Source: an optimization exercise on an open RTL-to-GDS flow (aim: small area, a short achievable clock period and few clock cycles per item). Production flows keep margins and buffers that such runs may drop.
Only simulation tests tie the RTL to the original design; equivalence was not proved. The clock port is modelled as an ideal driver; clocking choices that lean on that would not hold on a real chip.

==> flow/design.v, too long to show whole: its modules and the start of the top module <==
// module ck_aoi222: 6 lines
// module ck_rd64: 16 lines
// module ck_sel2: 7 lines
// module ck_hold: 6 lines
// module ck_tog: 6 lines
// module ck_mux2i: 6 lines
// module ck_nor2: 6 lines
// module ck_nand2: 6 lines
// module ck_shr: 24 lines
// module ck_shl: 24 lines
// module ck_rd8x8: 21 lines
// module ck_aoi22n: 7 lines
// module ck_a0bit: 6 lines
// module ck_sel: 8 lines
// module ck_mux4: 6 lines
// module ck_seln: 8 lines
// module ck_inv: 6 lines
// module ck_ebit: 8 lines
// module ck_ebit1: 8 lines
// module ck_and2: 6 lines
// module ck_xor2: 6 lines
// module ck_tapbit: 13 lines
// module ck_axor: 6 lines
// module ck_engine: 2350 lines
// module ck_unit: 192 lines
module ck_unit (
    input             clk,
    input             rst,
    input      [5:0]  cfg_width,
    input      [31:0] cfg_poly,
    input      [31:0] cfg_init,
    input      [31:0] cfg_xorout,
    input             cfg_refin,
    input             cfg_refout,
    input             in_valid,
    output            in_ready,
    input      [1:0]  in_op,
    input      [5:0]  in_ctx,
    input      [3:0]  in_nbytes,
    input      [63:0] in_data,
    output reg        out_valid,
    output reg [5:0]  out_ctx,
    output reg [31:0] out_value,
    output reg [31:0] out_result,
    output reg        out_err
);
  // ...
==> flow/flow/run.sh <==
#!/bin/bash
# The standard layout (the standard.sh: ORFS from the standard synthesis
# to the final layout) with changes to how it is made:
#  - buffer_ports buffers every input and output port with buf_2, in place of
#    the slow delay buffer it picks by itself;
#  - clock tree synthesis adds no dummy loads and takes up to 30 flip-flops
#    per leaf buffer.
# make's full output goes to orfs_make.log; ORFS keeps each step's log under
# orfs/logs/.
set -uo pipefail
export BUFFER_PORTS_ARGS="-buffer_cell sky130_fd_sc_hd__buf_2"
export CTS_ARGS="-sink_clustering_enable -repair_clock_nets -dont_use_dummy_load -sink_clustering_size 30 -sink_clustering_max_diameter 110"
bash standard.sh > orfs_make.log 2>&1
status=$?
tail -n 40 orfs_make.log
exit $status
==> flow/standard.sh <==
#!/bin/bash
# synth_recipe.tcl (not shown) runs the flow's synth.tcl, then flattens the netlist and writes it again
# the make line also repeats each setting of config.mk as NAME=value (left out here)
make -C /OpenROAD-flow-scripts/flow DESIGN_CONFIG=/design/flow/config.mk WORK_HOME=/design/flow/orfs CLKGATE_MAP_FILE= SYNTH_SCRIPT=/design/flow/synth_recipe.tcl "${@:-finish}"
==> flow/config.mk <==
export PLATFORM = sky130hd
export DESIGN_NAME = ck_unit
export DESIGN_NICKNAME = ck_unit
export VERILOG_FILES = /design/flow/design.v
export SDC_FILE = /design/flow/constraint.sdc
export NUM_CORES = 8
export LEC_CHECK = 0
export CAP_MARGIN = 20
export CELL_PAD_IN_SITES_DETAIL_PLACEMENT = 1
export CORE_MARGIN = 2
export CORE_UTILIZATION = 45
export PLACE_DENSITY = 0.55
export SLEW_MARGIN = 20
export SYNTH_HIERARCHICAL = 1
export SYNTH_MINIMUM_KEEP_SIZE = 0
==> flow/constraint.sdc <==
create_clock -name core_clock -period 200.0 [get_ports {clk}]
set_input_delay 40.0000 -clock core_clock [delete_from_list [all_inputs] [get_ports {clk}]]
set_output_delay 40.0000 -clock core_clock [all_outputs]
set_load 0.01 [all_outputs]
==> run notes, run 1 <==
Synthesis
The cell area that synthesis handed to floorplanning was 103,000 µm².

Global route
After global routing the overflow that remains totals 0. The pin count of the biggest net entering global routing is 67.

Final layout
Measured on the finished design, the core utilization comes to 50.2%. The total number of nets in the final design is 10,400. The area overhead of the layout relative to synthesis is 10.9%. Leaving out fill and tap cells, the most frequent cell in the layout is dfxtp_1.

After the flow finishes, the layout carries non-filler instances totaling 13,200. The most flop-heavy register is ctx_val.

Routing
The number of routed nets with antenna violations is 0. The uppermost layer routed is met5.

Place
Summed over all nets, the half-perimeter wirelength after detailed placement is 306,000 µm. The number of instances in the placed design is 13,100.

STA
The share of the clock period used by the worst path is 20.7%. The worst pin sits at a relative slew slack of 13.6%. The actual transition at the worst max-transition pin is 1.28 ns. The smallest setup slack after layout is 158.65 ns.

Outcome
The run finished with no timing, DRC or antenna violations.

Worst setup path
For flop-to-flop paths, the worst setup slack is 160.26 ns. The cell with the biggest individual delay on the critical path is dfxtp_1.

Worst hold path
The number of cells on the worst hold path is 1.

Clocking
The number of buffers inserted by post-CTS setup repair is 0.
Testbench counts, summed over its fixed seeds: cycles 20,608, bytes 152,413.
==> module ck_unit, before the edit <==
module ck_unit (
    input             clk,
    input             rst,
    input      [5:0]  cfg_width,
    input      [31:0] cfg_poly,
    input      [31:0] cfg_init,
    input      [31:0] cfg_xorout,
    input             cfg_refin,
    input             cfg_refout,
    input             in_valid,
    output            in_ready,
    input      [1:0]  in_op,
    input      [5:0]  in_ctx,
    input      [3:0]  in_nbytes,
    input      [63:0] in_data,
    output reg        out_valid,
    output reg [5:0]  out_ctx,
    output reg [31:0] out_value,
    output reg [31:0] out_result,
    output reg        out_err
);
    localparam OP_FEED  = 2'd0;
    localparam OP_START = 2'd1;
    localparam OP_WRITE = 2'd2;
    localparam OP_CLEAR = 2'd3;
    assign in_ready = 1'b1;
    genvar c, j;
    integer k, i;
    reg [4:0]  sh_r;        
    reg [31:0] praw;        
    reg [31:0] poly_r;
    reg [31:0] init_r;
    reg [31:0] xor_r;
    reg        refin_r, refout_r;
    reg        rst_d;
    wire [4:0]  sh   = sh_r;
    wire [31:0] mask = 32'hFFFF_FFFF >> sh;
    wire [31:0] p1 = {poly_r[30:0], 1'b0};
    wire [31:0] p3 = poly_r ^ p1;
    reg        s_valid;
    reg [7:0]  row_r, col_r;
    reg        s_w;            
    reg        s_i;            
    reg        s_feed;         
    reg        s_nofeed;       
    reg [3:0]  s_hi;           
    reg [3:0]  s_nb;
    reg [63:0] s_data;
    wire take = in_valid & ~rst;
    always @(posedge clk) begin
        s_valid <= take;
        for (k = 0; k < 8; k = k + 1) begin
            row_r[k] <= take & (in_ctx[5:3] == k);
            col_r[k] <= in_ctx[2:0] == k;
        end
        s_w      <= ~rst & (in_op == OP_WRITE);
        s_i      <= ~rst & (in_op != OP_WRITE);
        s_feed   <= in_op == OP_FEED;
        for (k = 0; k < 4; k = k + 1)
            s_hi[k] <= (in_data[8*k +: 8] & ~mask[8*k +: 8]) != 8'd0;
        s_nofeed <= in_op[1];
        s_nb    <= in_nbytes;
        s_data  <= in_data;
    end
    wire [63:0] sel, seln;
    generate
        for (c = 0; c < 64; c = c + 1) begin : g_sel
            ck_sel2 u (.a(row_r[c / 8]), .b(col_r[c % 8]), .y(sel[c]), .yn(seln[c]));
        end
    endgenerate
    reg  [31:0] ctx_val [0:63];
    reg  [63:0] ctx_par;
    reg  [63:0] ctx_ok;
    wire [31:0] cur_raw;
    wire        parb;
    wire        okb;
    generate
        for (j = 0; j < 32; j = j + 1) begin : g_rd
            wire [63:0] col;
            for (c = 0; c < 64; c = c + 1) begin : g_c
                assign col[c] = ctx_val[c][j];
            end
            ck_rd64 u (.s(sel), .d(col), .y(cur_raw[j]));
        end
    endgenerate
    ck_rd8x8 u_rdok (.r(row_r), .c(col_r), .d(ctx_ok), .y(okb));
    ck_rd8x8 u_rdpar (.r(row_r), .c(col_r), .d(ctx_par), .y(parb));
    wire [31:0] wval = s_data[31:0];
    wire        werr = |s_hi;                       
    wire        s_selw = s_w & ~werr;
    wire        s_seli = s_i | (s_w & werr);
    wire        s_base = s_feed | (s_w & werr);     
    wire        s_selp = ~(s_w | s_i);
    wire [31:0] al_in_n, al_out;
    generate
        for (j = 0; j < 32; j = j + 1) begin : g_al
            ck_aoi222 u (.a(s_selw), .b(wval[j]), .c(s_seli), .d(init_r[j]), .e(s_selp), .f(praw[j]),
                         .y(al_in_n[j]));
        end
    endgenerate
    ck_shl u_shl (.an(al_in_n), .s(sh), .y(al_out));
    wire [1:0]  use_cur;
    ck_and2 u_uc0 (.a(okb), .b(s_base), .y(use_cur[0]));
    ck_and2 u_uc1 (.a(okb), .b(s_base), .y(use_cur[1]));
    wire [31:0] a0;
    generate
        for (j = 0; j < 32; j = j + 1) begin : g_a0
            ck_a0bit u (.u(use_cur[j / 16]), .c(cur_raw[j]), .p(parb), .a(al_out[j]), .y(a0[j]));
        end
    endgenerate
    reg [63:0] dbits;
    always @* begin
        for (k = 0; k < 8; k = k + 1)
            for (i = 0; i < 8; i = i + 1)
                dbits[8*k + i] = refin_r ? s_data[8*k + i] : s_data[8*k + 7 - i];
    end
    wire [2:0] g1t, ht;
    assign g1t[0] = poly_r[29] ^ (poly_r[31] & poly_r[30]);
    assign g1t[1] = poly_r[30] ^ poly_r[31];
    assign g1t[2] = g1t[0] ^ g1t[1];
    assign ht[0]  = poly_r[27] ^ (poly_r[31] & poly_r[28]);
    assign ht[1]  = poly_r[28] ^ (poly_r[31] & poly_r[29]);
    assign ht[2]  = ht[0] ^ ht[1];
    wire [3:0] nb = s_nofeed ? 4'd0 : s_nb;
    wire [8:0] nsel;
    generate
        for (j = 0; j < 8; j = j + 1) begin : g_ns
            assign nsel[j] = ~nb[3] & (nb[2:0] == j);
        end
    endgenerate
    assign nsel[8] = nb[3];
    wire [31:0] a_new;
    ck_engine u_eng (.a0(a0), .dbits(dbits), .p(poly_r), .p1(p1), .p3(p3),
                     .g1t(g1t), .ht(ht), .nsel(nsel), .a_new(a_new));
    wire [31:0] a_new_n = ~a_new;
    wire [31:0] v_new, a_sh_n;
    generate
        for (j = 0; j < 32; j = j + 1) begin : g_shn
            ck_inv u (.a(a_new[j]), .y(a_sh_n[j]));
        end
    endgenerate
    ck_shr u_shr (.an(a_sh_n), .s(sh), .y(v_new));
    reg [31:0] a_rev;
    always @* begin
        for (i = 0; i < 32; i = i + 1)
            a_rev[i] = a_new[31 - i];
    end
    wire [31:0] res = (refout_r ? a_rev : v_new) ^ xor_r;
    always @(posedge clk) begin
        rst_d    <= rst;
        sh_r     <= 5'd0 - cfg_width[4:0];
        praw     <= cfg_poly;
        init_r   <= cfg_init;
        xor_r    <= cfg_xorout;
        refin_r  <= cfg_refin;
        refout_r <= cfg_refout;
        if (rst_d)
            poly_r <= al_out;
    end
    generate
        for (c = 0; c < 64; c = c + 1) begin : g_ctx
            wire [31:0] nxt;
            for (j = 0; j < 32; j = j + 1) begin : g_b
                ck_tog u (.we(sel[c]), .wen(seln[c]), .xn(a_new_n[j]), .q(ctx_val[c][j]),
                          .d(nxt[j]));
            end
            always @(posedge clk) begin
                ctx_val[c] <= nxt;
                ctx_par[c] <= ~(sel[c] | ctx_par[c]);
                if (rst_d)
                    ctx_ok[c] <= 1'b0;
                else if (sel[c])
                    ctx_ok[c] <= 1'b1;
            end
        end
    endgenerate
    always @(posedge clk) begin
        if (rst)
            out_valid <= 1'b0;
        else
            out_valid <= s_valid;
        out_ctx[0] <= col_r[1] | col_r[3] | col_r[5] | col_r[7];
        out_ctx[1] <= col_r[2] | col_r[3] | col_r[6] | col_r[7];
        out_ctx[2] <= col_r[4] | col_r[5] | col_r[6] | col_r[7];
        out_ctx[3] <= row_r[1] | row_r[3] | row_r[5] | row_r[7];
        out_ctx[4] <= row_r[2] | row_r[3] | row_r[6] | row_r[7];
        out_ctx[5] <= row_r[4] | row_r[5] | row_r[6] | row_r[7];
        out_value  <= v_new;
        out_result <= res;
        out_err    <= s_w & werr;
    end
endmodule
==> run 2, diff against run 1 <==
--- a/flow/design.v
+++ b/flow/design.v
@@ -210,2 +210,8 @@
 endmodule
+module ck_xnor2 (
+    input  a, b,
+    output y
+);
+    assign y = ~(a ^ b);
+endmodule
 module ck_axor (
@@ -218,3 +224,3 @@
     input  [31:0]  a0,
-    input  [63:0]  dbits,
+    input  [63:0]  dbits_n,      
     input  [31:0]  p,        
@@ -1198,6 +1204,6 @@
     wire r31_31, r31_30, r31_29, r31_28, t30_31, t28_31;
-    wire f0_0 = a0[31] ^ dbits[0];
-    wire f1_0 = a0[30] ^ dbits[1] ^ (p[31] & f0_0);
-    wire x0_0 = a0[29] ^ dbits[2];
-    wire x1_0 = a0[28] ^ dbits[3] ^ (p[31] & x0_0);
+    wire f0_0 = ~(a0[31] ^ dbits_n[0]);
+    wire f1_0 = ~(a0[30] ^ dbits_n[1]) ^ (p[31] & f0_0);
+    wire x0_0 = ~(a0[29] ^ dbits_n[2]);
+    wire x1_0 = ~(a0[28] ^ dbits_n[3]) ^ (p[31] & x0_0);
     ck_sel u1 (.f0(f0_0), .f1(f1_0), .sa(ca0), .sb(cb0), .sc(cc0));
@@ -1209,4 +1215,4 @@
     ck_ebit u7 (.x(x1_0), .sa(ca0), .sb(cb0), .sc(cc0), .q1(g1t[0]), .q2(g1t[1]), .q3(g1t[2]), .y(f1_1));
-    ck_xor2 u8 (.a(a0[27]), .b(dbits[4]), .y(y_0));
-    ck_xor2 u9 (.a(a0[26]), .b(dbits[5]), .y(zz_0));
+    ck_xnor2 u8 (.a(a0[27]), .b(dbits_n[4]), .y(y_0));
+    ck_xnor2 u9 (.a(a0[26]), .b(dbits_n[5]), .y(zz_0));
     ck_axor u10 (.a(zz_0), .b(p[31]), .c(y_0), .y(z_0));
@@ -1249,4 +1255,4 @@
     ck_ebit u47 (.x(x1_1), .sa(ca1), .sb(cb1), .sc(cc1), .q1(g1t[0]), .q2(g1t[1]), .q3(g1t[2]), .y(f1_2));
-    ck_xor2 u48 (.a(r0_27), .b(dbits[6]), .y(y_1));
-    ck_xor2 u49 (.a(r0_26), .b(dbits[7]), .y(zz_1));
+    ck_xnor2 u48 (.a(r0_27), .b(dbits_n[6]), .y(y_1));
+    ck_xnor2 u49 (.a(r0_26), .b(dbits_n[7]), .y(zz_1));
     ck_axor u50 (.a(zz_1), .b(p[31]), .c(y_1), .y(z_1));
@@ -1289,4 +1295,4 @@
     ck_ebit u87 (.x(x1_2), .sa(ca2), .sb(cb2), .sc(cc2), .q1(g1t[0]), .q2(g1t[1]), .q3(g1t[2]), .y(f1_3));
-    ck_xor2 u88 (.a(r1_27), .b(dbits[8]), .y(y_2));
-    ck_xor2 u89 (.a(r1_26), .b(dbits[9]), .y(zz_2));
+    ck_xnor2 u88 (.a(r1_27), .b(dbits_n[8]), .y(y_2));
+    ck_xnor2 u89 (.a(r1_26), .b(dbits_n[9]), .y(zz_2));
     ck_axor u90 (.a(zz_2), .b(p[31]), .c(y_2), .y(z_2));
@@ -1329,4 +1335,4 @@
     ck_ebit u127 (.x(x1_3), .sa(ca3), .sb(cb3), .sc(cc3), .q1(g1t[0]), .q2(g1t[1]), .q3(g1t[2]), .y(f1_4));
-    ck_xor2 u128 (.a(r2_27), .b(dbits[10]), .y(y_3));
-    ck_xor2 u129 (.a(r2_26), .b(dbits[11]), .y(zz_3));
+    ck_xnor2 u128 (.a(r2_27), .b(dbits_n[10]), .y(y_3));
+    ck_xnor2 u129 (.a(r2_26), .b(dbits_n[11]), .y(zz_3));
     ck_axor u130 (.a(zz_3), .b(p[31]), .c(y_3), .y(z_3));
@@ -1362,7 +1368,7 @@
     ck_and2 u160 (.a(f1_3), .b(p[0]), .y(r3_0));
-    ck_xor2 u161 (.a(f0_4), .b(dbits[8]), .y(r3_31));
-    ck_xor2 u162 (.a(f1_4), .b(dbits[9]), .y(t30_3));
+    ck_xnor2 u161 (.a(f0_4), .b(dbits_n[8]), .y(r3_31));
+    ck_xnor2 u162 (.a(f1_4), .b(dbits_n[9]), .y(t30_3));
     ck_axor u163 (.a(t30_3), .b(p[31]), .c(f0_4), .y(r3_30));
-    ck_xor2 u164 (.a(x0_4), .b(dbits[10]), .y(r3_29));
-    ck_xor2 u165 (.a(x1_4), .b(dbits[11]), .y(t28_3));
+    ck_xnor2 u164 (.a(x0_4), .b(dbits_n[10]), .y(r3_29));
+    ck_xnor2 u165 (.a(x1_4), .b(dbits_n[11]), .y(t28_3));
     ck_axor u166 (.a(t28_3), .b(p[31]), .c(x0_4), .y(r3_28));
@@ -1375,4 +1381,4 @@
     ck_ebit u173 (.x(x1_4), .sa(ca4), .sb(cb4), .sc(cc4), .q1(g1t[0]), .q2(g1t[1]), .q3(g1t[2]), .y(f1_5));
-    ck_xor2 u174 (.a(r3_27), .b(dbits[12]), .y(y_4));
-    ck_xor2 u175 (.a(r3_26), .b(dbits[13]), .y(zz_4));
+    ck_xnor2 u174 (.a(r3_27), .b(dbits_n[12]), .y(y_4));
+    ck_xnor2 u175 (.a(r3_26), .b(dbits_n[13]), .y(zz_4));
     ck_axor u176 (.a(zz_4), .b(p[31]), .c(y_4), .y(z_4));
@@ -1415,4 +1421,4 @@
     ck_ebit u213 (.x(x1_5), .sa(ca5), .sb(cb5), .sc(cc5), .q1(g1t[0]), .q2(g1t[1]), .q3(g1t[2]), .y(f1_6));
-    ck_xor2 u214 (.a(r4_27), .b(dbits[14]), .y(y_5));
-    ck_xor2 u215 (.a(r4_26), .b(dbits[15]), .y(zz_5));
+    ck_xnor2 u214 (.a(r4_27), .b(dbits_n[14]), .y(y_5));
+    ck_xnor2 u215 (.a(r4_26), .b(dbits_n[15]), .y(zz_5));
     ck_axor u216 (.a(zz_5), .b(p[31]), .c(y_5), .y(z_5));
@@ -1455,4 +1461,4 @@
     ck_ebit u253 (.x(x1_6), .sa(ca6), .sb(cb6), .sc(cc6), .q1(g1t[0]), .q2(g1t[1]), .q3(g1t[2]), .y(f1_7));
-    ck_xor2 u254 (.a(r5_27), .b(dbits[16]), .y(y_6));
-    ck_xor2 u255 (.a(r5_26), .b(dbits[17]), .y(zz_6));
+    ck_xnor2 u254 (.a(r5_27), .b(dbits_n[16]), .y(y_6));
+    ck_xnor2 u255 (.a(r5_26), .b(dbits_n[17]), .y(zz_6));
     ck_axor u256 (.a(zz_6), .b(p[31]), .c(y_6), .y(z_6));
@@ -1495,4 +1501,4 @@
     ck_ebit u293 (.x(x1_7), .sa(ca7), .sb(cb7), .sc(cc7), .q1(g1t[0]), .q2(g1t[1]), .q3(g1t[2]), .y(f1_8));
-    ck_xor2 u294 (.a(r6_27), .b(dbits[18]), .y(y_7));
-    ck_xor2 u295 (.a(r6_26), .b(dbits[19]), .y(zz_7));
+    ck_xnor2 u294 (.a(r6_27), .b(dbits_n[18]), .y(y_7));
+    ck_xnor2 u295 (.a(r6_26), .b(dbits_n[19]), .y(zz_7));
     ck_axor u296 (.a(zz_7), .b(p[31]), .c(y_7), .y(z_7));
@@ -1528,7 +1534,7 @@
     ck_and2 u326 (.a(f1_7), .b(p[0]), .y(r7_0));
-    ck_xor2 u327 (.a(f0_8), .b(dbits[16]), .y(r7_31));
-    ck_xor2 u328 (.a(f1_8), .b(dbits[17]), .y(t30_7));
+    ck_xnor2 u327 (.a(f0_8), .b(dbits_n[16]), .y(r7_31));
+    ck_xnor2 u328 (.a(f1_8), .b(dbits_n[17]), .y(t30_7));
     ck_axor u329 (.a(t30_7), .b(p[31]), .c(f0_8), .y(r7_30));
-    ck_xor2 u330 (.a(x0_8), .b(dbits[18]), .y(r7_29));
-    ck_xor2 u331 (.a(x1_8), .b(dbits[19]), .y(t28_7));
+    ck_xnor2 u330 (.a(x0_8), .b(dbits_n[18]), .y(r7_29));
+    ck_xnor2 u331 (.a(x1_8), .b(dbits_n[19]), .y(t28_7));
     ck_axor u332 (.a(t28_7), .b(p[31]), .c(x0_8), .y(r7_28));
@@ -1541,4 +1547,4 @@
     ck_ebit u339 (.x(x1_8), .sa(ca8), .sb(cb8), .sc(cc8), .q1(g1t[0]), .q2(g1t[1]), .q3(g1t[2]), .y(f1_9));
-    ck_xor2 u340 (.a(r7_27), .b(dbits[20]), .y(y_8));
-    ck_xor2 u341 (.a(r7_26), .b(dbits[21]), .y(zz_8));
+    ck_xnor2 u340 (.a(r7_27), .b(dbits_n[20]), .y(y_8));
+    ck_xnor2 u341 (.a(r7_26), .b(dbits_n[21]), .y(zz_8));
     ck_axor u342 (.a(zz_8), .b(p[31]), .c(y_8), .y(z_8));
@@ -1581,4 +1587,4 @@
     ck_ebit u379 (.x(x1_9), .sa(ca9), .sb(cb9), .sc(cc9), .q1(g1t[0]), .q2(g1t[1]), .q3(g1t[2]), .y(f1_10));
-    ck_xor2 u380 (.a(r8_27), .b(dbits[22]), .y(y_9));
-    ck_xor2 u381 (.a(r8_26), .b(dbits[23]), .y(zz_9));
+    ck_xnor2 u380 (.a(r8_27), .b(dbits_n[22]), .y(y_9));
+    ck_xnor2 u381 (.a(r8_26), .b(dbits_n[23]), .y(zz_9));
     ck_axor u382 (.a(zz_9), .b(p[31]), .c(y_9), .y(z_9));
@@ -1621,4 +1627,4 @@
     ck_ebit u419 (.x(x1_10), .sa(ca10), .sb(cb10), .sc(cc10), .q1(g1t[0]), .q2(g1t[1]), .q3(g1t[2]), .y(f1_11));
-    ck_xor2 u420 (.a(r9_27), .b(dbits[24]), .y(y_10));
-    ck_xor2 u421 (.a(r9_26), .b(dbits[25]), .y(zz_10));
+    ck_xnor2 u420 (.a(r9_27), .b(dbits_n[24]), .y(y_10));
+    ck_xnor2 u421 (.a(r9_26), .b(dbits_n[25]), .y(zz_10));
     ck_axor u422 (.a(zz_10), .b(p[31]), .c(y_10), .y(z_10));
@@ -1661,4 +1667,4 @@
     ck_ebit u459 (.x(x1_11), .sa(ca11), .sb(cb11), .sc(cc11), .q1(g1t[0]), .q2(g1t[1]), .q3(g1t[2]), .y(f1_12));
-    ck_xor2 u460 (.a(r10_27), .b(dbits[26]), .y(y_11));
-    ck_xor2 u461 (.a(r10_26), .b(dbits[27]), .y(zz_11));
+    ck_xnor2 u460 (.a(r10_27), .b(dbits_n[26]), .y(y_11));
+    ck_xnor2 u461 (.a(r10_26), .b(dbits_n[27]), .y(zz_11));
     ck_axor u462 (.a(zz_11), .b(p[31]), .c(y_11), .y(z_11));
@@ -1694,7 +1700,7 @@
     ck_and2 u492 (.a(f1_11), .b(p[0]), .y(r11_0));
-    ck_xor2 u493 (.a(f0_12), .b(dbits[24]), .y(r11_31));
-    ck_xor2 u494 (.a(f1_12), .b(dbits[25]), .y(t30_11));
+    ck_xnor2 u493 (.a(f0_12), .b(dbits_n[24]), .y(r11_31));
+    ck_xnor2 u494 (.a(f1_12), .b(dbits_n[25]), .y(t30_11));
     ck_axor u495 (.a(t30_11), .b(p[31]), .c(f0_12), .y(r11_30));
-    ck_xor2 u496 (.a(x0_12), .b(dbits[26]), .y(r11_29));
-    ck_xor2 u497 (.a(x1_12), .b(dbits[27]), .y(t28_11));
+    ck_xnor2 u496 (.a(x0_12), .b(dbits_n[26]), .y(r11_29));
+    ck_xnor2 u497 (.a(x1_12), .b(dbits_n[27]), .y(t28_11));
     ck_axor u498 (.a(t28_11), .b(p[31]), .c(x0_12), .y(r11_28));
@@ -1707,4 +1713,4 @@
     ck_ebit u505 (.x(x1_12), .sa(ca12), .sb(cb12), .sc(cc12), .q1(g1t[0]), .q2(g1t[1]), .q3(g1t[2]), .y(f1_13));
-    ck_xor2 u506 (.a(r11_27), .b(dbits[28]), .y(y_12));
-    ck_xor2 u507 (.a(r11_26), .b(dbits[29]), .y(zz_12));
+    ck_xnor2 u506 (.a(r11_27), .b(dbits_n[28]), .y(y_12));
+    ck_xnor2 u507 (.a(r11_26), .b(dbits_n[29]), .y(zz_12));
     ck_axor u508 (.a(zz_12), .b(p[31]), .c(y_12), .y(z_12));
@@ -1747,4 +1753,4 @@
     ck_ebit u545 (.x(x1_13), .sa(ca13), .sb(cb13), .sc(cc13), .q1(g1t[0]), .q2(g1t[1]), .q3(g1t[2]), .y(f1_14));
-    ck_xor2 u546 (.a(r12_27), .b(dbits[30]), .y(y_13));
-    ck_xor2 u547 (.a(r12_26), .b(dbits[31]), .y(zz_13));
+    ck_xnor2 u546 (.a(r12_27), .b(dbits_n[30]), .y(y_13));
+    ck_xnor2 u547 (.a(r12_26), .b(dbits_n[31]), .y(zz_13));
     ck_axor u548 (.a(zz_13), .b(p[31]), .c(y_13), .y(z_13));
@@ -1787,4 +1793,4 @@
     ck_ebit u585 (.x(x1_14), .sa(ca14), .sb(cb14), .sc(cc14), .q1(g1t[0]), .q2(g1t[1]), .q3(g1t[2]), .y(f1_15));
-    ck_xor2 u586 (.a(r13_27), .b(dbits[32]), .y(y_14));
-    ck_xor2 u587 (.a(r13_26), .b(dbits[33]), .y(zz_14));
+    ck_xnor2 u586 (.a(r13_27), .b(dbits_n[32]), .y(y_14));
+    ck_xnor2 u587 (.a(r13_26), .b(dbits_n[33]), .y(zz_14));
     ck_axor u588 (.a(zz_14), .b(p[31]), .c(y_14), .y(z_14));
@@ -1827,4 +1833,4 @@
     ck_ebit u625 (.x(x1_15), .sa(ca15), .sb(cb15), .sc(cc15), .q1(g1t[0]), .q2(g1t[1]), .q3(g1t[2]), .y(f1_16));
-    ck_xor2 u626 (.a(r14_27), .b(dbits[34]), .y(y_15));
-    ck_xor2 u627 (.a(r14_26), .b(dbits[35]), .y(zz_15));
+    ck_xnor2 u626 (.a(r14_27), .b(dbits_n[34]), .y(y_15));
+    ck_xnor2 u627 (.a(r14_26), .b(dbits_n[35]), .y(zz_15));
     ck_axor u628 (.a(zz_15), .b(p[31]), .c(y_15), .y(z_15));
@@ -1860,7 +1866,7 @@
     ck_and2 u658 (.a(f1_15), .b(p[0]), .y(r15_0));
-    ck_xor2 u659 (.a(f0_16), .b(dbits[32]), .y(r15_31));
-    ck_xor2 u660 (.a(f1_16), .b(dbits[33]), .y(t30_15));
+    ck_xnor2 u659 (.a(f0_16), .b(dbits_n[32]), .y(r15_31));
+    ck_xnor2 u660 (.a(f1_16), .b(dbits_n[33]), .y(t30_15));
     ck_axor u661 (.a(t30_15), .b(p[31]), .c(f0_16), .y(r15_30));
-    ck_xor2 u662 (.a(x0_16), .b(dbits[34]), .y(r15_29));
-    ck_xor2 u663 (.a(x1_16), .b(dbits[35]), .y(t28_15));
+    ck_xnor2 u662 (.a(x0_16), .b(dbits_n[34]), .y(r15_29));
+    ck_xnor2 u663 (.a(x1_16), .b(dbits_n[35]), .y(t28_15));
     ck_axor u664 (.a(t28_15), .b(p[31]), .c(x0_16), .y(r15_28));
@@ -1873,4 +1879,4 @@
     ck_ebit u671 (.x(x1_16), .sa(ca16), .sb(cb16), .sc(cc16), .q1(g1t[0]), .q2(g1t[1]), .q3(g1t[2]), .y(f1_17));
-    ck_xor2 u672 (.a(r15_27), .b(dbits[36]), .y(y_16));
-    ck_xor2 u673 (.a(r15_26), .b(dbits[37]), .y(zz_16));
+    ck_xnor2 u672 (.a(r15_27), .b(dbits_n[36]), .y(y_16));
+    ck_xnor2 u673 (.a(r15_26), .b(dbits_n[37]), .y(zz_16));
     ck_axor u674 (.a(zz_16), .b(p[31]), .c(y_16), .y(z_16));
@@ -1913,4 +1919,4 @@
     ck_ebit u711 (.x(x1_17), .sa(ca17), .sb(cb17), .sc(cc17), .q1(g1t[0]), .q2(g1t[1]), .q3(g1t[2]), .y(f1_18));
-    ck_xor2 u712 (.a(r16_27), .b(dbits[38]), .y(y_17));
-    ck_xor2 u713 (.a(r16_26), .b(dbits[39]), .y(zz_17));
+    ck_xnor2 u712 (.a(r16_27), .b(dbits_n[38]), .y(y_17));
+    ck_xnor2 u713 (.a(r16_26), .b(dbits_n[39]), .y(zz_17));
     ck_axor u714 (.a(zz_17), .b(p[31]), .c(y_17), .y(z_17));
@@ -1953,4 +1959,4 @@
     ck_ebit u751 (.x(x1_18), .sa(ca18), .sb(cb18), .sc(cc18), .q1(g1t[0]), .q2(g1t[1]), .q3(g1t[2]), .y(f1_19));
-    ck_xor2 u752 (.a(r17_27), .b(dbits[40]), .y(y_18));
-    ck_xor2 u753 (.a(r17_26), .b(dbits[41]), .y(zz_18));
+    ck_xnor2 u752 (.a(r17_27), .b(dbits_n[40]), .y(y_18));
+    ck_xnor2 u753 (.a(r17_26), .b(dbits_n[41]), .y(zz_18));
     ck_axor u754 (.a(zz_18), .b(p[31]), .c(y_18), .y(z_18));
@@ -1993,4 +1999,4 @@
     ck_ebit u791 (.x(x1_19), .sa(ca19), .sb(cb19), .sc(cc19), .q1(g1t[0]), .q2(g1t[1]), .q3(g1t[2]), .y(f1_20));
-    ck_xor2 u792 (.a(r18_27), .b(dbits[42]), .y(y_19));
-    ck_xor2 u793 (.a(r18_26), .b(dbits[43]), .y(zz_19));
+    ck_xnor2 u792 (.a(r18_27), .b(dbits_n[42]), .y(y_19));
+    ck_xnor2 u793 (.a(r18_26), .b(dbits_n[43]), .y(zz_19));
     ck_axor u794 (.a(zz_19), .b(p[31]), .c(y_19), .y(z_19));
@@ -2026,7 +2032,7 @@
     ck_and2 u824 (.a(f1_19), .b(p[0]), .y(r19_0));
-    ck_xor2 u825 (.a(f0_20), .b(dbits[40]), .y(r19_31));
-    ck_xor2 u826 (.a(f1_20), .b(dbits[41]), .y(t30_19));
+    ck_xnor2 u825 (.a(f0_20), .b(dbits_n[40]), .y(r19_31));
+    ck_xnor2 u826 (.a(f1_20), .b(dbits_n[41]), .y(t30_19));
     ck_axor u827 (.a(t30_19), .b(p[31]), .c(f0_20), .y(r19_30));
-    ck_xor2 u828 (.a(x0_20), .b(dbits[42]), .y(r19_29));
-    ck_xor2 u829 (.a(x1_20), .b(dbits[43]), .y(t28_19));
+    ck_xnor2 u828 (.a(x0_20), .b(dbits_n[42]), .y(r19_29));
+    ck_xnor2 u829 (.a(x1_20), .b(dbits_n[43]), .y(t28_19));
     ck_axor u830 (.a(t28_19), .b(p[31]), .c(x0_20), .y(r19_28));
@@ -2039,4 +2045,4 @@
     ck_ebit u837 (.x(x1_20), .sa(ca20), .sb(cb20), .sc(cc20), .q1(g1t[0]), .q2(g1t[1]), .q3(g1t[2]), .y(f1_21));
-    ck_xor2 u838 (.a(r19_27), .b(dbits[44]), .y(y_20));
-    ck_xor2 u839 (.a(r19_26), .b(dbits[45]), .y(zz_20));
+    ck_xnor2 u838 (.a(r19_27), .b(dbits_n[44]), .y(y_20));
+    ck_xnor2 u839 (.a(r19_26), .b(dbits_n[45]), .y(zz_20));
     ck_axor u840 (.a(zz_20), .b(p[31]), .c(y_20), .y(z_20));
@@ -2079,4 +2085,4 @@
     ck_ebit u877 (.x(x1_21), .sa(ca21), .sb(cb21), .sc(cc21), .q1(g1t[0]), .q2(g1t[1]), .q3(g1t[2]), .y(f1_22));
-    ck_xor2 u878 (.a(r20_27), .b(dbits[46]), .y(y_21));
-    ck_xor2 u879 (.a(r20_26), .b(dbits[47]), .y(zz_21));
+    ck_xnor2 u878 (.a(r20_27), .b(dbits_n[46]), .y(y_21));
+    ck_xnor2 u879 (.a(r20_26), .b(dbits_n[47]), .y(zz_21));
     ck_axor u880 (.a(zz_21), .b(p[31]), .c(y_21), .y(z_21));
@@ -2119,4 +2125,4 @@
     ck_ebit u917 (.x(x1_22), .sa(ca22), .sb(cb22), .sc(cc22), .q1(g1t[0]), .q2(g1t[1]), .q3(g1t[2]), .y(f1_23));
-    ck_xor2 u918 (.a(r21_27), .b(dbits[48]), .y(y_22));
-    ck_xor2 u919 (.a(r21_26), .b(dbits[49]), .y(zz_22));
+    ck_xnor2 u918 (.a(r21_27), .b(dbits_n[48]), .y(y_22));
+    ck_xnor2 u919 (.a(r21_26), .b(dbits_n[49]), .y(zz_22));
     ck_axor u920 (.a(zz_22), .b(p[31]), .c(y_22), .y(z_22));
@@ -2159,4 +2165,4 @@
     ck_ebit u957 (.x(x1_23), .sa(ca23), .sb(cb23), .sc(cc23), .q1(g1t[0]), .q2(g1t[1]), .q3(g1t[2]), .y(f1_24));
-    ck_xor2 u958 (.a(r22_27), .b(dbits[50]), .y(y_23));
-    ck_xor2 u959 (.a(r22_26), .b(dbits[51]), .y(zz_23));
+    ck_xnor2 u958 (.a(r22_27), .b(dbits_n[50]), .y(y_23));
+    ck_xnor2 u959 (.a(r22_26), .b(dbits_n[51]), .y(zz_23));
     ck_axor u960 (.a(zz_23), .b(p[31]), .c(y_23), .y(z_23));
@@ -2192,7 +2198,7 @@
     ck_and2 u990 (.a(f1_23), .b(p[0]), .y(r23_0));
-    ck_xor2 u991 (.a(f0_24), .b(dbits[48]), .y(r23_31));
-    ck_xor2 u992 (.a(f1_24), .b(dbits[49]), .y(t30_23));
+    ck_xnor2 u991 (.a(f0_24), .b(dbits_n[48]), .y(r23_31));
+    ck_xnor2 u992 (.a(f1_24), .b(dbits_n[49]), .y(t30_23));
     ck_axor u993 (.a(t30_23), .b(p[31]), .c(f0_24), .y(r23_30));
-    ck_xor2 u994 (.a(x0_24), .b(dbits[50]), .y(r23_29));
-    ck_xor2 u995 (.a(x1_24), .b(dbits[51]), .y(t28_23));
+    ck_xnor2 u994 (.a(x0_24), .b(dbits_n[50]), .y(r23_29));
+    ck_xnor2 u995 (.a(x1_24), .b(dbits_n[51]), .y(t28_23));
     ck_axor u996 (.a(t28_23), .b(p[31]), .c(x0_24), .y(r23_28));
@@ -2205,4 +2211,4 @@
     ck_ebit u1003 (.x(x1_24), .sa(ca24), .sb(cb24), .sc(cc24), .q1(g1t[0]), .q2(g1t[1]), .q3(g1t[2]), .y(f1_25));
-    ck_xor2 u1004 (.a(r23_27), .b(dbits[52]), .y(y_24));
-    ck_xor2 u1005 (.a(r23_26), .b(dbits[53]), .y(zz_24));
+    ck_xnor2 u1004 (.a(r23_27), .b(dbits_n[52]), .y(y_24));
+    ck_xnor2 u1005 (.a(r23_26), .b(dbits_n[53]), .y(zz_24));
     ck_axor u1006 (.a(zz_24), .b(p[31]), .c(y_24), .y(z_24));
@@ -2245,4 +2251,4 @@
     ck_ebit u1043 (.x(x1_25), .sa(ca25), .sb(cb25), .sc(cc25), .q1(g1t[0]), .q2(g1t[1]), .q3(g1t[2]), .y(f1_26));
-    ck_xor2 u1044 (.a(r24_27), .b(dbits[54]), .y(y_25));
-    ck_xor2 u1045 (.a(r24_26), .b(dbits[55]), .y(zz_25));
+    ck_xnor2 u1044 (.a(r24_27), .b(dbits_n[54]), .y(y_25));
+    ck_xnor2 u1045 (.a(r24_26), .b(dbits_n[55]), .y(zz_25));
     ck_axor u1046 (.a(zz_25), .b(p[31]), .c(y_25), .y(z_25));
@@ -2285,4 +2291,4 @@
     ck_ebit u1083 (.x(x1_26), .sa(ca26), .sb(cb26), .sc(cc26), .q1(g1t[0]), .q2(g1t[1]), .q3(g1t[2]), .y(f1_27));
-    ck_xor2 u1084 (.a(r25_27), .b(dbits[56]), .y(y_26));
-    ck_xor2 u1085 (.a(r25_26), .b(dbits[57]), .y(zz_26));
+    ck_xnor2 u1084 (.a(r25_27), .b(dbits_n[56]), .y(y_26));
+    ck_xnor2 u1085 (.a(r25_26), .b(dbits_n[57]), .y(zz_26));
     ck_axor u1086 (.a(zz_26), .b(p[31]), .c(y_26), .y(z_26));
@@ -2325,4 +2331,4 @@
     ck_ebit u1123 (.x(x1_27), .sa(ca27), .sb(cb27), .sc(cc27), .q1(g1t[0]), .q2(g1t[1]), .q3(g1t[2]), .y(f1_28));
-    ck_xor2 u1124 (.a(r26_27), .b(dbits[58]), .y(y_27));
-    ck_xor2 u1125 (.a(r26_26), .b(dbits[59]), .y(zz_27));
+    ck_xnor2 u1124 (.a(r26_27), .b(dbits_n[58]), .y(y_27));
+    ck_xnor2 u1125 (.a(r26_26), .b(dbits_n[59]), .y(zz_27));
     ck_axor u1126 (.a(zz_27), .b(p[31]), .c(y_27), .y(z_27));
@@ -2358,7 +2364,7 @@
     ck_and2 u1156 (.a(f1_27), .b(p[0]), .y(r27_0));
-    ck_xor2 u1157 (.a(f0_28), .b(dbits[56]), .y(r27_31));
-    ck_xor2 u1158 (.a(f1_28), .b(dbits[57]), .y(t30_27));
+    ck_xnor2 u1157 (.a(f0_28), .b(dbits_n[56]), .y(r27_31));
+    ck_xnor2 u1158 (.a(f1_28), .b(dbits_n[57]), .y(t30_27));
     ck_axor u1159 (.a(t30_27), .b(p[31]), .c(f0_28), .y(r27_30));
-    ck_xor2 u1160 (.a(x0_28), .b(dbits[58]), .y(r27_29));
-    ck_xor2 u1161 (.a(x1_28), .b(dbits[59]), .y(t28_27));
+    ck_xnor2 u1160 (.a(x0_28), .b(dbits_n[58]), .y(r27_29));
+    ck_xnor2 u1161 (.a(x1_28), .b(dbits_n[59]), .y(t28_27));
     ck_axor u1162 (.a(t28_27), .b(p[31]), .c(x0_28), .y(r27_28));
@@ -2371,4 +2377,4 @@
     ck_ebit u1169 (.x(x1_28), .sa(ca28), .sb(cb28), .sc(cc28), .q1(g1t[0]), .q2(g1t[1]), .q3(g1t[2]), .y(f1_29));
-    ck_xor2 u1170 (.a(r27_27), .b(dbits[60]), .y(y_28));
-    ck_xor2 u1171 (.a(r27_26), .b(dbits[61]), .y(zz_28));
+    ck_xnor2 u1170 (.a(r27_27), .b(dbits_n[60]), .y(y_28));
+    ck_xnor2 u1171 (.a(r27_26), .b(dbits_n[61]), .y(zz_28));
     ck_axor u1172 (.a(zz_28), .b(p[31]), .c(y_28), .y(z_28));
@@ -2411,4 +2417,4 @@
     ck_ebit u1209 (.x(x1_29), .sa(ca29), .sb(cb29), .sc(cc29), .q1(g1t[0]), .q2(g1t[1]), .q3(g1t[2]), .y(f1_30));
-    ck_xor2 u1210 (.a(r28_27), .b(dbits[62]), .y(y_29));
-    ck_xor2 u1211 (.a(r28_26), .b(dbits[63]), .y(zz_29));
+    ck_xnor2 u1210 (.a(r28_27), .b(dbits_n[62]), .y(y_29));
+    ck_xnor2 u1211 (.a(r28_26), .b(dbits_n[63]), .y(zz_29));
     ck_axor u1212 (.a(zz_29), .b(p[31]), .c(y_29), .y(z_29));
@@ -2451,4 +2457,4 @@
     ck_ebit u1249 (.x(x1_30), .sa(ca30), .sb(cb30), .sc(cc30), .q1(g1t[0]), .q2(g1t[1]), .q3(g1t[2]), .y(f1_31));
-    ck_xor2 u1250 (.a(r29_27), .b(1'b0), .y(y_30));
-    ck_xor2 u1251 (.a(r29_26), .b(1'b0), .y(zz_30));
+    ck_xnor2 u1250 (.a(r29_27), .b(1'b1), .y(y_30));
+    ck_xnor2 u1251 (.a(r29_26), .b(1'b1), .y(zz_30));
     ck_axor u1252 (.a(zz_30), .b(p[31]), .c(y_30), .y(z_30));
@@ -2494,4 +2500,4 @@
     ck_ebit u1292 (.x(x1_31), .sa(ca31), .sb(cb31), .sc(cc31), .q1(g1t[0]), .q2(g1t[1]), .q3(g1t[2]), .y(f1_32));
-    ck_xor2 u1293 (.a(r30_27), .b(1'b0), .y(y_31));
-    ck_xor2 u1294 (.a(r30_26), .b(1'b0), .y(zz_31));
+    ck_xnor2 u1293 (.a(r30_27), .b(1'b1), .y(y_31));
+    ck_xnor2 u1294 (.a(r30_26), .b(1'b1), .y(zz_31));
     ck_axor u1295 (.a(zz_31), .b(p[31]), .c(y_31), .y(z_31));
@@ -2527,7 +2533,7 @@
     ck_and2 u1325 (.a(f1_31), .b(p[0]), .y(r31_0));
-    ck_xor2 u1326 (.a(f0_32), .b(1'b0), .y(r31_31));
-    ck_xor2 u1327 (.a(f1_32), .b(1'b0), .y(t30_31));
+    ck_xnor2 u1326 (.a(f0_32), .b(1'b1), .y(r31_31));
+    ck_xnor2 u1327 (.a(f1_32), .b(1'b1), .y(t30_31));
     ck_axor u1328 (.a(t30_31), .b(p[31]), .c(f0_32), .y(r31_30));
-    ck_xor2 u1329 (.a(x0_32), .b(1'b0), .y(r31_29));
-    ck_xor2 u1330 (.a(x1_32), .b(1'b0), .y(t28_31));
+    ck_xnor2 u1329 (.a(x0_32), .b(1'b1), .y(r31_29));
+    ck_xnor2 u1330 (.a(x1_32), .b(1'b1), .y(t28_31));
     ck_axor u1331 (.a(t28_31), .b(p[31]), .c(x0_32), .y(r31_28));
@@ -2676,8 +2682,8 @@
     endgenerate
-    reg [63:0] dbits;
-    always @* begin
-        for (k = 0; k < 8; k = k + 1)
-            for (i = 0; i < 8; i = i + 1)
-                dbits[8*k + i] = refin_r ? s_data[8*k + i] : s_data[8*k + 7 - i];
-    end
+    wire [63:0] dbits_n;
+    generate
+        for (j = 0; j < 64; j = j + 1) begin : g_db
+            ck_mux2i u (.a(s_data[j - j % 8 + 7 - j % 8]), .b(s_data[j]), .s(refin_r), .y(dbits_n[j]));
+        end
+    endgenerate
     wire [2:0] g1t, ht;
@@ -2698,3 +2704,3 @@
     wire [31:0] a_new;
-    ck_engine u_eng (.a0(a0), .dbits(dbits), .p(poly_r), .p1(p1), .p3(p3),
+    ck_engine u_eng (.a0(a0), .dbits_n(dbits_n), .p(poly_r), .p1(p1), .p3(p3),
                      .g1t(g1t), .ht(ht), .nsel(nsel), .a_new(a_new));
@@ -2714,2 +2720,9 @@
     wire [31:0] res = (refout_r ? a_rev : v_new) ^ xor_r;
+    wire        rst_dn = ~rst_d;
+    wire [31:0] poly_nx;
+    generate
+        for (j = 0; j < 32; j = j + 1) begin : g_poly
+            ck_hold u (.we(rst_d), .wen(rst_dn), .x(al_out[j]), .q(poly_r[j]), .d(poly_nx[j]));
+        end
+    endgenerate
     always @(posedge clk) begin
@@ -2722,4 +2735,3 @@
         refout_r <= cfg_refout;
-        if (rst_d)
-            poly_r <= al_out;
+        poly_r   <= poly_nx;
     end
--- a/flow/flow/run.sh
+++ b/flow/flow/run.sh
@@ -5,3 +5,3 @@
 #    the slow delay buffer it picks by itself;
-#  - clock tree synthesis adds no dummy loads and takes up to 30 flip-flops
+#  - clock tree synthesis adds no dummy loads and takes up to 25 flip-flops
 #    per leaf buffer.
@@ -11,3 +11,3 @@
 export BUFFER_PORTS_ARGS="-buffer_cell sky130_fd_sc_hd__buf_2"
-export CTS_ARGS="-sink_clustering_enable -repair_clock_nets -dont_use_dummy_load -sink_clustering_size 30 -sink_clustering_max_diameter 110"
+export CTS_ARGS="-sink_clustering_enable -repair_clock_nets -dont_use_dummy_load -sink_clustering_size 25 -sink_clustering_max_diameter 120"
 bash standard.sh > orfs_make.log 2>&1
==> run 2 against run 1 <==
Clock-buffer cell count up 14; global-route usage up 0.66 points; worst hold slack worse by 0.0018 ns.
==> run notes, run 2 <==
STA
The smallest setup slack after layout is 158.64 ns (-0.00900 ns). Setup repair after global routing left no endpoint under its margin. Setup violations remaining at the end of the flow were counted as 0.

The clock period minus final worst setup slack is 41.36 ns. The final hold violation count is 0. The maximum achievable frequency is 24.2 MHz. The final max-slew violation count is 0. The max-slew headroom at the worst pin is 9.59% (-4.0 points). Across the routed clock network, the largest skew measured is 0.162 ns. Setup total negative slack on the finished layout was measured at 0 ns.

The share of the clock period used by the worst path came to 20.7% (about the same). The worst-case hold slack is 0.414 ns. The actual transition at the worst max-transition pin was 1.34 ns (+0.0597 ns).

Worst setup path
The worst path arrival time is 1.36 ns. The cell type group with the largest total delay on the critical path is flip-flops. The register-to-register setup slack is 159.57 ns (-0.69 ns). The number of buffer and inverter stages on the critical path is 1. The cell with the biggest individual delay on the critical path is dfxtp_1.

The startpoint identified for the worst register-to-register timing path is col_r[0]. The nature of the critical path startpoint is a flop. The most critical setup path has its startpoint at out_value[15]. The maximum single-stage delay on the critical path is 0.38 ns.

The required arrival time at the worst endpoint is 160.00 ns. The worst setup path is captured at a primary output. The classification of the worst setup path is flop to primary output. The critical path goes through buf_2. The maximum fanout encountered on the critical timing path is 1.

Final layout
ctx_val holds more flip-flops than any other register. The register with the most flip-flops in the layout has 2,048 of them. The most common library cell in the layout ignoring fill and taps is dfxtp_1. The library cells used most frequently in the layout, excluding fill and tap cells, are 2,433 x dfxtp_1, 2,048 x o22ai_1, 1,796 x a222oi_1. Of the cells placed in the final design, the portion with a size suffix greater than 1 is 10.8%. The filler-free cell count of the finished design came to 13,300 (+0.15%). The area of all placed cells without fillers is 114,000 µm². The end-of-flow core utilization is 50.3% (+0.061 points). The area overhead of the layout relative to synthesis is 11.1%. The total number of nets in the final design is 10,400 (+0.20%).

Global route
The via count of the first global-routing pass is 96,900. The pin count of the biggest net entering global routing came to 67 (unchanged). The number of antenna violations at the first check in global routing is 21.

For this run, the total global-route usage over all layers was measured as 37.6%. The first global-routing pass estimated 668,000 µm of wire. The total congestion overflow is 0 (unchanged).

Clocking
The maximum clock path buffer count is 3. The number of resized instances in the post-cts repair step is 0. CTS placed an instance of clkbuf_16 at the clock tree root. Buffers inserted to repair hold after CTS numbered 0. TritonCTS built the clock tree. Clock-pin slew was measured on the worst setup and hold paths at 0.10 ns. The number of buffers created by CTS is 111. The tree built by TritonCTS fans out to 2,477 sinks.

The number of buffers inserted by post-CTS setup repair was 0 (unchanged). The clock insertion delay at the later pin of the skew report is 0.89 ns. In this run the number of H-tree levels came out at 3.

Floorplanning
The die covers 233,000 µm². The number of core rows is 175. The overall die height is 482 µm. Once the floorplan was initialized, standard cells occupied 45.3% of the core.

The placeable core region is 227,000 µm². The total I/O pin count is 256. The floorplan step set the die width to 482 µm.

Routing
The average wire per standard cell is 34.9 µm. The number of routed nets with antenna violations is 0 (unchanged). The pre-antenna-repair detailed-routing pass consisted of 22 iterations. The via-per-instance ratio is 7.63. The final route contains 101,000 vias. Wires add up to 463,000 µm. The detailed router finished its first iteration with 19,700 violations. After detailed routing, the number of remaining DRC violations is 0.

Place
After detailed placement, the total cell area comes to 111,000 µm². The post-place setup slack is 158.51 ns. The estimated wirelength of the detail-placed design is 309,000 µm (+0.97%). The number of instances in the placed design is 13,100 (+0.053%). In this run the tool buffered the top-level ports with 253 buffer cells. The final RePlAce weighted congestion is 0.963.

Outcome
The flow ran to the end and the layout has no timing, DRC or antenna violations.

Synthesis
The synthesized instance count is 9,468. The number of synthesis warnings is 11. The mean area per synthesized cell is 10.9 µm². The mapped cell area is 103,000 µm² (-0.11%).

Run
The max capacitance violation total is 0.

Worst hold path
The path category of the worst min-delay check is flop to flop. The hold path startpoint is ctx_par[4].
==> run 2: final timing paths <==
path	endpoint	depth (start not counted)
setup reg to reg	out_result[6]	121
hold / removal	ctx_par[4]	1
hold reg to reg	ctx_par[4]	1
setup / recovery	out_value[15]	1
==> run 2: per-layer routing <==
layer / GRT usage (%) / part of all wire, %
met2: 58.8 / 45
met3: 7.06 / 9.8
met4: 17.8 / 5.3
met1: 50.1 / 40
met5: 0 / 0.020
==> run 2: area by class of cell <==
type                    count  area, µm²
diodes                     10       25.0
clock buffers             111       2780
fillers                 24600     113000
inverters                 170        638
multi-input cells        6811      53000
flip-flops and latches   2477      49700
well taps                3009       3760
repair buffers            668       4410
Testbench counts of run 2, summed over its fixed seeds: cycles 20,608, bytes 152,413.
==> run 3, diff against run 2 <==
--- a/flow/flow/run.sh
+++ b/flow/flow/run.sh
@@ -5,3 +5,3 @@
 #    the slow delay buffer it picks by itself;
-#  - clock tree synthesis adds no dummy loads and takes up to 25 flip-flops
+#  - clock tree synthesis adds no dummy loads and takes up to 30 flip-flops
 #    per leaf buffer.
@@ -11,3 +11,3 @@
 export BUFFER_PORTS_ARGS="-buffer_cell sky130_fd_sc_hd__buf_2"
-export CTS_ARGS="-sink_clustering_enable -repair_clock_nets -dont_use_dummy_load -sink_clustering_size 25 -sink_clustering_max_diameter 120"
+export CTS_ARGS="-sink_clustering_enable -repair_clock_nets -dont_use_dummy_load -sink_clustering_size 30 -sink_clustering_max_diameter 110"
 bash standard.sh > orfs_make.log 2>&1
==> run 3 against run 2 <==
Global-route usage down 0.094 points; still clean; critical endpoint unchanged; setup slack better by 0.0060 ns; largest cell class unchanged; core utilization down 0.17 points; clock skew down 0.014 ns; flip-flop and latch count unchanged; worst hold slack better by 0.0025 ns; critical path type unchanged; first-iteration DRC count down 1.0%; non-clock buffer count unchanged; wire length down 0.31%; clock-buffer cell count down 16.
==> run notes, run 3 <==
Routing
The residual DRC count is 0 (unchanged). The sum of routed wire length over all layers is 461,000 µm (-0.31%). The total number of vias is 101,000 (-0.33%). The DRC marker count from the first detailed-route iteration is 19,500 (-1.0%). The via-per-instance ratio is 7.62 (-0.20%).

The number of optimization iterations in the first detailed-route pass was 22 (unchanged). The average wire per standard cell is 34.8 µm (-0.19%). The number of routed nets with antenna violations was 0 (unchanged).

Synthesis
The mean area per synthesized cell is 10.9 µm² (unchanged). The synthesized instance count is 9,468 (unchanged). The number of synthesis warnings came to 11 (unchanged).

The mapped cell area is 103,000 µm² (unchanged).

Place
The number of instances in the placed design was 13,100 (unchanged). The total of buffers placed on input and output ports is 253 (unchanged). The standard cell area after detailed placement came to 111,000 µm² (unchanged). The final RePlAce weighted congestion came to 0.963 (unchanged).

The estimated wirelength of the detail-placed design came to 309,000 µm (unchanged).

Floorplanning
The placeable core region is 227,000 µm² (unchanged). The die width is 482 µm (unchanged). The overall die height came to 482 µm (unchanged). The number of core rows is 175 (unchanged). The floorplan die area is 233,000 µm² (unchanged). The effective utilization at floorplan is 45.3% (unchanged). The total I/O pin count is 256 (unchanged).

Global route
The total congestion overflow was 0 (unchanged). The via count of the first global-routing pass is 96,600 (-0.28%). The wire length of the first global-routing pass came to 666,000 µm (-0.21%). The pin count of the biggest net entering global routing is 67 (unchanged).

The number of antenna violations at the first check in global routing is 18 (-14%). The global-route usage over all layers was 37.5% (-0.094 points).

STA
The final hold violation count is 0 (unchanged). The actual transition at the worst max-transition pin is 1.36 ns (+0.0172 ns). The final max-slew violation count came to 0 (unchanged).

The number of failing setup endpoints in the final timing report is 0 (unchanged). The worst-case hold slack was 0.416 ns (+0.00253 ns). The max-slew headroom at the worst pin was 8.42% (-1.2 points). The post-route setup TNS came to 0 ns (unchanged).

The share of the clock period used by the worst path is 20.7% (about the same). The clock tree skew after final layout is 0.147 ns (-0.0144 ns). Setup repair after global routing left no endpoint under its margin.

The clock period minus final worst setup slack is 41.35 ns (-0.00600 ns). The maximum achievable frequency was 24.2 MHz (about the same).

Worst setup path
In this design, the largest share of critical-path delay is due to flip-flops. The nature of the critical path startpoint is a flop. The origin of the critical flop-to-flop path is col_r[5]. The number of buffer and inverter stages on the critical path is 1 (unchanged). The required arrival time at the worst endpoint is 160.00 ns (about the same). The signal on the critical path passes through buf_2. The worst setup path is captured at a primary output. The maximum single-stage delay on the critical path is 0.39 ns (about the same).

The capturing point of the worst reg2reg path is out_result[6]. The setup path with the least slack is of type flop to primary output. The cell depth of the worst flop-to-flop path is 120 (-0.83%). The maximum fanout encountered on the critical timing path is 1 (unchanged). The worst path arrival time came to 1.35 ns (about the same). The register-to-register setup slack is 159.46 ns (-0.11 ns). The cell with the biggest individual delay on the critical path is dfxtp_1.

Clocking
The number of buffers created by CTS came to 95 (-14%). The clock root buffer is clkbuf_16. The count of clock tree sinks is 2,477 (unchanged). The clock tree from TritonCTS is built. The cts-stage hold buffer count is 0 (unchanged). The clock edge transition at the registers on the reported setup and hold paths was 0.11 ns (about the same). The number of resized instances in the post-cts repair step is 0 (unchanged). The maximum clock path buffer count came to 3 (unchanged). The number of buffers inserted by post-CTS setup repair is 0 (unchanged). The clock insertion delay at the later pin of the skew report is 0.87 ns (-0.02 ns). The depth of the CTS H-tree is 3 (unchanged).

Final layout
The most flop-heavy register is ctx_val. The most common library cell in the layout ignoring fill and taps is dfxtp_1. The total number of nets in the final design is 10,400 (-0.15%).

The flip-flop count of the largest register after layout is 2,048 (unchanged). The filler-free cell count of the finished design is 13,200 (-0.12%). The share of layout cells above drive strength 1 is 10.7% (-0.13 points). In the layout the commonest cells are 2,433 x dfxtp_1, 2,048 x o22ai_1, 1,796 x a222oi_1. The fill cell instance count of the final layout is 24,600 (+0.094%). The area of all placed cells without fillers is 114,000 µm² (-0.34%).

The area growth from synthesis to layout is 10.7%.

Worst hold path
The number of cells on the worst hold path is 1 (unchanged). The worst hold path terminates at ctx_par[62]. In this run the worst hold path is classified as flop to flop. The hold path startpoint is ctx_par[62].

Run
The max capacitance violation total came to 0 (unchanged).

Outcome
The run finished with no timing, DRC or antenna violations.
-- run 3: per-layer routing --
layer,global-route usage [%],vias up,wire length [µm]
li1,-,42500,-
met1,50.0,51800,185000
met2,58.7,5638,206000
met3,7.00,922,45500
met4,17.6,10,24900
met5,0,-,63
-- run 3: through the flow --
| stage | util (%) | setup WS (ns) |
|---|---|---|
| detailed placement | 49.1 | 158.51 |
| CTS | 50.1 | 158.60 |
| global route | 50.1 | 158.59 |
| floorplan | - | 159.14 |
| global placement | 49.0 | 158.51 |
| finish | 50.1 | 158.65 |
-- run 3: layout make-up --
cell class / count / area (µm²) / area share [%]
Inverter: 170 / 638 / 0.560
Timing Repair Buffer: 668 / 4410 / 3.88
Clock buffer: 95 / 2380 / 2.09
Antenna cell: 10 / 25.0 / 0.0220
Tap cell: 3009 / 3760 / 3.31
Sequential cell: 2477 / 49700 / 43.6
Multi-Input combinational cell: 6811 / 53000 / 46.6
-- run 3: worst max-delay path by stage --
| stage | slack, ns | endpoint | cells past startpoint | start |
|---|---|---|---|---|
| finish | 158.65 | out_value[15] | 1 | out_value[15] |
| detailed placement | 158.51 | row_r[6] | 4 | rst |
| global route | 158.59 | out_result[5] | 121 | col_r[0] |
| CTS | 158.60 | out_value[15] | 1 | out_value[15] |
| floorplan | 159.14 | s_hi[0] | 4 | in_data[7] |
| global placement | 158.51 | row_r[1] | 4 | rst |

## port drivers added, routing unchanged
No port has a modelled driver above. Below, the same layouts with a new extraction and two added sets of constraints. Step 1 assumes that a clkbuf_16 drives the clock port and a buf_2 every other input. Step 2 adds t to the input delays and takes it off the output delays; t is the mean of the earliest and latest rising clock arrival at the registers after step 1. Input paths then give back, and output paths get back, about the clock's delay inside the block. Slacks: ideal / step 1 / step 2; pairs: ideal / step 1.
run	shift t [ns]	slack for setup (ns)	worst data-port slew with drivers (ns)
run 1	0.896	158.648 / 158.552 / 158.526	0.19
run 2	0.903	158.639 / 158.542 / 158.431	0.21
run 3	0.890	158.645 / 158.548 / 158.415	0.20
After both steps every run listed still meets setup and hold. For run 3, which loses most, drivers alone change the setup slack by -0.097 ns; drivers and shift together by -0.230 ns.
